Background: an optimization exercise with open tools, aiming at small area, a short achievable clock period and few clock cycles. Do not read the settings as production practice. In this exercise RTL edits were held to simulation tests only and were not proved equivalent to the original.

$ cat design/flow/constraint.sdc
create_clock -name core_clock -period 15.0 [get_ports {clk}]
set_input_delay 3.0000 -clock core_clock [delete_from_list [all_inputs] [get_ports {clk}]]
set_output_delay 3.0000 -clock core_clock [all_outputs]
set_load 0.01 [all_outputs]
$ cat design/flow/config.mk
export PLATFORM = sky130hd
export DESIGN_NAME = cor_convert
export DESIGN_NICKNAME = cor_convert
export VERILOG_FILES = /design/flow/design.v
export SDC_FILE = /design/flow/constraint.sdc
export NUM_CORES = 4
export LEC_CHECK = 0
export ABC_CLOCK_PERIOD_IN_PS = 4500
export CAP_MARGIN = 20
export CORE_MARGIN = 2
export CORE_UTILIZATION = 50
export SETUP_SLACK_MARGIN = 5
export SLEW_MARGIN = 20
$ cat design/flow/design.v
module cor_convert (
    input  wire         clk,
    input  wire         rst,
    input  wire         in_valid,
    output wire         in_ready,
    input  wire [31:0]  in_x,
    input  wire [31:0]  in_y,
    input  wire [31:0]  in_z,
    input  wire [31:0]  in_xmin,
    input  wire [31:0]  in_ymin,
    input  wire [23:0]  in_pitch_x,
    input  wire [23:0]  in_pitch_y,
    input  wire [31:0]  in_zgain,
    output reg          rd_en,
    output reg  [5:0]   rd_i,
    output reg  [5:0]   rd_j,
    input  wire [383:0] rd_data,
    output reg          out_valid,
    output reg  [23:0]  out_cx,
    output reg  [23:0]  out_cy,
    output reg  [23:0]  out_cz,
    output reg          out_clamp,
    output reg  [2:0]   out_sat
);
    reg [2:0] ph;
    reg       v0, v1, v2;           
    wire      ph0 = (ph == 3'd0);
    wire      ph1 = (ph == 3'd1);
    wire      ph2 = (ph == 3'd2);
    wire      ph3 = (ph == 3'd3);
    wire      ph4 = (ph == 3'd4);
    wire      ph5 = (ph == 3'd5);
    assign in_ready = ph0;
    wire signed [33:0] dxr = $signed({{2{in_x[31]}}, in_x}) - $signed({{2{in_xmin[31]}}, in_xmin});
    wire signed [33:0] dyr = $signed({{2{in_y[31]}}, in_y}) - $signed({{2{in_ymin[31]}}, in_ymin});
    reg  [45:0] wx, wy;             
    reg  [23:0] px, py;
    reg  [31:0] zr, zgr;
    reg         lowc;               
    reg         clampr, ex, ey;
    function [24:0] dstep;          
        input [23:0] rem;
        input        b;
        input [23:0] p;
        reg   [25:0] d;
        begin
            d     = {1'b0, rem, b} - {2'b00, p};
            dstep = d[25] ? {1'b0, rem[22:0], b} : {1'b1, d[23:0]};
        end
    endfunction
    wire [23:0] rx0 = ph1 ? wx[42:19] : wx[45:22];
    wire [21:0] qx0 = ph1 ? {wx[18:13], 16'd0} : wx[21:0];
    wire [23:0] ry0 = ph1 ? wy[42:19] : wy[45:22];
    wire [21:0] qy0 = ph1 ? {wy[18:13], 16'd0} : wy[21:0];
    wire [24:0] sx1 = dstep(rx0,        qx0[21], px);
    wire [24:0] sx2 = dstep(sx1[23:0],  qx0[20], px);
    wire [24:0] sx3 = dstep(sx2[23:0],  qx0[19], px);
    wire [24:0] sx4 = dstep(sx3[23:0],  qx0[18], px);
    wire [24:0] sy1 = dstep(ry0,        qy0[21], py);
    wire [24:0] sy2 = dstep(sy1[23:0],  qy0[20], py);
    wire [24:0] sy3 = dstep(sy2[23:0],  qy0[19], py);
    wire [24:0] sy4 = dstep(sy3[23:0],  qy0[18], py);
    wire [21:0] qx3 = {qx0[18:0], sx1[24], sx2[24], sx3[24]};
    wire [21:0] qy3 = {qy0[18:0], sy1[24], sy2[24], sy3[24]};
    wire        gex = wx[45:19] >= {3'd0, px};
    wire        gey = wy[45:19] >= {3'd0, py};
    wire        gtx = wx[45:13] > {3'd0, px, 6'd0};
    wire        gty = wy[45:13] > {3'd0, py, 6'd0};
    reg [16:0] h_fx, h_fy, fxr, fyr;
    reg        h_cl, clm;
    reg  [1:0]  pa_ax;
    reg         pa_d;
    always @(*) begin
        case (ph)
            3'd2: begin pa_ax = 2'd2; pa_d = 1'b1; end
            3'd3: begin pa_ax = 2'd2; pa_d = 1'b0; end
            3'd4: begin pa_ax = 2'd0; pa_d = 1'b1; end
            3'd5: begin pa_ax = 2'd0; pa_d = 1'b0; end
            3'd0: begin pa_ax = 2'd1; pa_d = 1'b1; end
            default: begin pa_ax = 2'd1; pa_d = 1'b0; end
        endcase
    end
    reg [31:0] g00, g10, g01, g11;
    always @(*) begin
        case (pa_ax)
            2'd0: begin g00 = rd_data[31:0];   g10 = rd_data[127:96];  g01 = rd_data[223:192]; g11 = rd_data[319:288]; end
            2'd1: begin g00 = rd_data[63:32];  g10 = rd_data[159:128]; g01 = rd_data[255:224]; g11 = rd_data[351:320]; end
            default: begin g00 = rd_data[95:64]; g10 = rd_data[191:160]; g01 = rd_data[287:256]; g11 = rd_data[383:352]; end
        endcase
    end
    wire [33:0] e00 = {{2{g00[31]}}, g00};
    wire [33:0] e10 = {{2{g10[31]}}, g10};
    wire [33:0] e01 = {{2{g01[31]}}, g01};
    wire [33:0] e11 = {{2{g11[31]}}, g11};
    wire [33:0] pa_diff = (pa_d ? e11 : 34'd0) + (pa_d ? ~e10 : e10) + (pa_d ? ~e01 : 34'd0)
                        + (pa_d ? e00 : ~e00) + (pa_d ? 34'd2 : 34'd1);
    wire [32:0] pa_base = (pa_d ? e01[32:0] : e00[32:0]) + (pa_d ? ~e00[32:0] : 33'd0)
                        + {32'd0, pa_d};
    reg  [33:0] diffr;
    reg  [32:0] baser;
    wire signed [49:0] m1 = $signed(diffr) * $signed({1'b0, fxr})
                          + $signed({baser, 16'd0});
    reg  [49:0] dr;                 
    reg  [48:0] ar;                 
    wire        m1_d = ph3 | ph5 | ph1;
    reg  [31:0] zl;
    reg  [33:0] zt;
    wire        c_op = ph5 | ph1 | ph3;
    wire [49:0] mc   = c_op ? dr : {{18{zr[31]}}, zr};
    wire [16:0] mp   = c_op ? fyr : (ph4 ? {1'b0, zgr[15:0]} : {1'b0, zgr[31:16]});
    wire [66:0] x1   = c_op ? {{2{ar[48]}}, ar, 16'd0}
                     : ((ph0 & zgr[31]) ? {{19{~zr[31]}}, ~zr, 16'd0} : 67'd0);
    wire [66:0] x2   = ph5 ? {zt[33], zt, 32'd0}
                     : (ph0 ? {{35{zl[31]}}, zl} : 67'd0);
    wire [66:0] kc   = c_op ? 67'h80_8000_0000 : {50'd0, ph0 & zgr[31], 16'd0};
    wire signed [66:0] m2 = $signed(mc) * $signed({1'b0, mp}) + $signed(x1) + $signed(x2)
                          + $signed(kc);
    wire        sat  = ~((m2[66:63] == 4'b0000) | (m2[66:63] == 4'b1111));
    wire [23:0] code = sat ? (m2[66] ? 24'h000000 : 24'hFFFFFF) : {~m2[63], m2[62:40]};
    wire        zt_ok = (m2[47:33] == 15'd0) | (m2[47:33] == 15'h7FFF);
    wire [33:0] zt_n  = zt_ok ? m2[33:0] : (m2[47] ? {1'b1, 33'd0} : {1'b0, {33{1'b1}}});
    always @(posedge clk) begin
        if (ph0) begin
            wx    <= {(dxr[33] ? 33'd0 : dxr[32:0]), 13'd0};
            wy    <= {(dyr[33] ? 33'd0 : dyr[32:0]), 13'd0};
            lowc  <= dxr[33] | dyr[33];
            px    <= in_pitch_x;
            py    <= in_pitch_y;
            zr    <= in_z;
            zgr   <= in_zgain;
            h_fx  <= ex ? 17'h10000 : {1'b0, qx3[15:0]};
            h_fy  <= ey ? 17'h10000 : {1'b0, qy3[15:0]};
            h_cl  <= clampr;
            rd_i  <= ex ? 6'd63 : qx3[21:16];
            rd_j  <= ey ? 6'd63 : qy3[21:16];
        end else begin
            wx    <= {sx4[23:0], qx0[17:0], sx1[24], sx2[24], sx3[24], sx4[24]};
            wy    <= {sy4[23:0], qy0[17:0], sy1[24], sy2[24], sy3[24], sy4[24]};
        end
        if (ph1) begin
            wx     <= {sx3[23:0], qx3};
            wy     <= {sy3[23:0], qy3};
            ex     <= gex;
            ey     <= gey;
            clampr <= lowc | gtx | gty;
        end
        if (ph2) fxr <= h_fx;
        if (ph4) begin
            fyr <= h_fy;
            clm <= h_cl;
        end
        diffr <= pa_diff;
        baser <= pa_base;
        if (m1_d) dr <= m1;
        else      ar <= m1[48:0];
        if (ph4) zl <= m2[47:16];
        if (ph0) zt <= zt_n;
        if (ph5) begin out_cz <= code; out_sat[2] <= sat; end
        if (ph1) begin out_cx <= code; out_sat[0] <= sat; end
        if (ph3) begin out_cy <= code; out_sat[1] <= sat; out_clamp <= clm; end
        if (rst) begin
            ph        <= 3'd0;
            v0        <= 1'b0;
            v1        <= 1'b0;
            v2        <= 1'b0;
            rd_en     <= 1'b0;
            out_valid <= 1'b0;
        end else begin
            ph        <= ph5 ? 3'd0 : ph + 3'd1;
            rd_en     <= ph0 & v0;
            out_valid <= ph3 & v2;
            if (ph0) begin
                v0 <= in_valid;
                v1 <= v0;
                v2 <= v1;
            end
        end
    end
endmodule
$ cat design/flow/run.sh
#!/bin/bash
# synth_recipe.tcl (not shown) runs the flow's synth.tcl, then flattens the netlist and writes it again
# the make line also repeats each setting of config.mk as NAME=value (left out here)
make -C /OpenROAD-flow-scripts/flow DESIGN_CONFIG=/design/flow/config.mk WORK_HOME=/design/flow/orfs CLKGATE_MAP_FILE= SYNTH_SCRIPT=/design/flow/synth_recipe.tcl finish
==> run summary <==
----------------------------------------------------
[Run status]
  Outcome ... complete, no violations

[Routing]
  Detailed-route via count ... slightly below 80000
  Post-DR vias/cell ... around 5.7
  Number of design-rule violations left by the first detailed-router iteration ... 5885
  First-pass iteration count of the detailed router ... 6
  Routed wire length ... about 340000 um
  Number of DRC violations after detailed routing ... 0
  Remaining number of nets flagged by the antenna check after routing ... 0
  Routed wirelength normalized by instance count ... 24.25 um

[Critical path]
  Crit path launch type ... flip-flop
  WP data arrival ... ~12 ns
  Worst Setup SP ... ph[1]$_SDFF_PP0_
  Max stage delay on crit path ... 0.47 ns
  Setup crit end kind ... flip-flop
  Required time of the worst setup path ... between 15 and 20 ns
  Critical R2R Launch ... ph[1]$_SDFF_PP0_
  Slowest cell on the critical path ... and3b_4
  Cell with the most instances on the worst path ... o21ai_2
  Start-to-end type of the worst setup path ... reg2reg
  Critical path peak fanout ... 6

[Clocking]
  Number of buffers inserted during clock tree synthesis ... 80
  H-tree levels ... 3
  Skew-Pair Late Insertion Delay ... between 0.7 and 0.8 ns
  TritonCTS Sinks ... 606
  Number of hold buffers added after cts ... 0
  Root buffer cell ... clkbuf_16
  TritonCTS clock tree ... built
  Maximum root-to-sink buffer count ... 3
  Clock-pin slew reported for the worst setup and hold paths after clock tree synthesis ... 0.06 ns

[STA]
  Unrepaired setup endpoints after global routing ... true
  Endpoints failing setup ... 0
  Final worst-path cycle share ... between 70% and 80%
  Worst clock skew on the final layout ... 0.05287 ns
  Normalized max-slew margin ... 21.90%
  Aggregate negative setup slack ... 0 ns
  Tmin final ... 10.92 ns
  Highest clock rate ... about 0.092 GHz
  Pin slew with the least headroom to its limit ... 1.170 ns
  Number of max-slew violations in the final report ... 0
  Final Hold Violating Endpoints ... 0

[Die]
  Std-Cell Rows ... 160
  IO Pins ... 718
  Initial cell density of the core ... 50.44%
  Total core area ... 0.1906 sq mm
  Die Ht ... 442.5 um
  Die area ... between 0.15 and 0.2 sq mm
  Floorplan die width ... ~440 um

[Global routing]
  Initial antenna violation count ... 23
  Total congestion overflow after global routing ... 0
  GR met3 Demand/Resource ... 5.451%
  Most utilized layer in the global route result ... met2
  Via count of the first global-routing pass ... 82230
  GRT Resource Usage Total ... around a third
  Global routing met1 resource utilization ... 44.18%
  First-pass GRT wire length ... 506900 um
  GRT met2 Usage ... 56.39%
  Largest net degree at the start of global routing ... 157

[Layout]
  Count of nets after finishing ... 14270
  Fraction of layout instances using a drive strength above 1 ... 9.249%
  End-of-flow core utilization ... between 60% and 70%
  # fillers ... 16600
  Area delta synth->final ... 19.23%

[Synthesis]
  Number of warnings reported in the yosys synthesis log ... 1
  Post-Syn Nets ... 13470
  Share of synthesized registers carrying an async set or reset ... 0%
  Count of distinct cell types in the synthesized netlist ... 110
  Number of register bits inferred by synthesis ... 606
  Most frequently used flop master after synthesis ... edfxtp_1
  Number of enable-type register cells in the synthesized netlist ... between 400 and 500
  Post-synthesis area per instance ... 9.122 sq um
  Netlist Area Pre-Place ... just under 0.1 sq mm
  Portion of the post-synthesis area used by sequential elements ... between 15 and 20%
  Mapped Cells ... around 11000

[Placed design]
  Count of input and output buffers ... approximately 720
  Routability cong. ... 1.037
  DP HPWL ... around 270000 um

[Hold path]
  Type of the worst min-delay path ... reg2reg
  Worst Hold Launch ... h_fx[11]$_SDFFCE_PP0P_

[Run]
  Max-cap violations ... 0

----------------------------------------------------
==> registers in the layout, indices dropped and copies added (netlist names), 33 cells and up <==
register	cells
dr	50
diffr	34
ar	49
wy	46
wx	46
zt	34
baser	33
==> cell usage after synthesis, drive strengths merged (16+ instances only) <==
cell | instances | area (sq um)
mux2i | 240 | 2402
fa | 1549 | 31010
edfxtp | 439 | 13180
nand4 | 38 | 237.7
nor3 | 73 | 381.6
o31ai | 32 | 245.2
and3 | 81 | 506.7
o21bai | 55 | 412.9
xnor2 | 269 | 2371
dfxtp | 167 | 3343
nand2b | 71 | 444.2
a22oi | 34 | 255.2
clkbuf | 359 | 1351
inv | 1799 | 6753
o22ai | 16 | 100.1
mux2 | 40 | 457.9
or2 | 19 | 118.9
nor2b | 52 | 325.3
xor2 | 141 | 1235
a21o | 220 | 1652
o21ai | 381 | 1982
o21a | 89 | 668.1
a31oi | 53 | 331.6
buf | 65 | 314.1
ha | 754 | 9434
nand3 | 91 | 455.4
o31a | 16 | 141.4
a211oi | 44 | 357.9
a21oi | 497 | 2514
nand2 | 1629 | 6125
and2 | 330 | 2067
nor2 | 582 | 2197
o211ai | 70 | 560.5
==> per-stage QoR <==
| step | std cells | area, sq um | setup WS [ns] | hold slack [ns] |
|---|---|---|---|---|
| 2_1_floorplan | 10540 | 96830 | 4.740 | 0.4003 |
| 3_3_place_gp | 13460 | 106400 | 1.683 | 0.4005 |
| 3_5_place_dp | 13460 | 106400 | 1.407 | 0.4045 |
| 4_1_cts | 13840 | 112900 | 4.300 | 0.3978 |
| 5_1_grt | 13920 | 114600 | 3.709 | 0.4208 |
| 6_report | 13930 | 114600 | 4.082 | 0.4004 |
==> final cells by class <==
class                           instances  area (sq um)  share of cell area [%]
Multi-Input combinational cell       7728         74140                   64.69
Sequential cell                       606         16540                   14.43
Timing Repair Buffer                 1116         11140                   9.724
Inverter                             1800          6799                   5.933
Tap cell                             2511          3142                   2.741
Clock buffer                           98          2100                   1.832
Clock inverter                         52         624.3                  0.5448
Timing Repair inverter                  7         90.09                 0.07861
Antenna cell                           11         27.53                 0.02402
==> worst max-delay path: cells and delay by family (launching register included) <==
kind / cells / cell delay, ns
adders and majority gates: 5 / 1.09
buffers and inverters: 9 / 1.32
AOI/OAI and AO/OA: 28 / 5.26
and+or+nand+nor: 10 / 1.87
DFF: 1 / 0.35
muxes: 3 / 0.87
==> final timing paths <==
path | cells after the start | end | slack (ns)
max reg2reg | 55 | wy[37]$_DFF_P_ | 4.08
min | 0 | fxr[11]$_DFFE_PP_ | 0.40
max | 55 | wy[37]$_DFF_P_ | 4.08
min reg2reg | 0 | fxr[11]$_DFFE_PP_ | 0.40
==> cells in the final DEF, fill, tap and decap left out, drive strengths merged, types with 141 or more instances in the layout <==
cell type / count
inv: 1812
nand2: 1630
fa: 1549
ha: 754
clkdlybuf4s50: 717
nor2: 582
a21oi: 503
edfxtp: 439
buf: 389
o21ai: 386
and2: 330
xnor2: 269
mux2i: 240
a21o: 220
dfxtp: 167
xor2: 141
==> layer usage <==
layer	part of all wire (%)	vias to the layer above	wire [um]
met5	0.060	-	201
met4	5.3	22	17750
met3	6.9	665	23410
met2	47	3113	160300
met1	40	39930	136100
li1	-	35470	-
==> cells by family after synthesis <==
logic type	synth area share, %
AO/OA/AOI/OAI	11.23
XOR/XNOR	3.751
adder cells (fa/ha/maj)	42.08
buffers and inverters	8.762
flip-flops	17.19
multiplexers	2.976
AND/OR/NAND/NOR	14.02
==> timing repair <==
| action | in CTS | in global routing |
|---|---|---|
| resized for setup | 331 | 211 |
| setup buffers | 199 | 70 |
| pin swaps | 118 | 110 |
| cloned | 31 | 11 |
| setup endpoints to repair | 165 | 158 |
Testbench counts, summed over its fixed seeds: cycles 12,416.

==> afterwards: timing with drivers on the ports <==
Ports are ideal in the flow. The routed layout listed here was re-timed in OpenROAD. Step 1 assumes that a clkbuf_16 drives the clock port and a buf_2 every other input. Step 2 times the ports against the registers' clock, not the clock port: input delays grow and output delays shrink by t, the midpoint of the rising clock arrivals with the driver on. Three values: no drivers, after step 1, after step 2; two values: the first two.
t, ns: 0.802
setup slack, ns: 4.082 / 4.082 / 4.082
worst hold slack (ns): 0.400 / 0.400 / 0.400
clock arrival spread, ns: 0.062 / 0.062
worst data-port slew with drivers (ns): 0.15
After both steps setup and hold are still met in this run. The setup slack of this run moves by 0.000 ns with the drivers and by 0.000 ns with both steps.
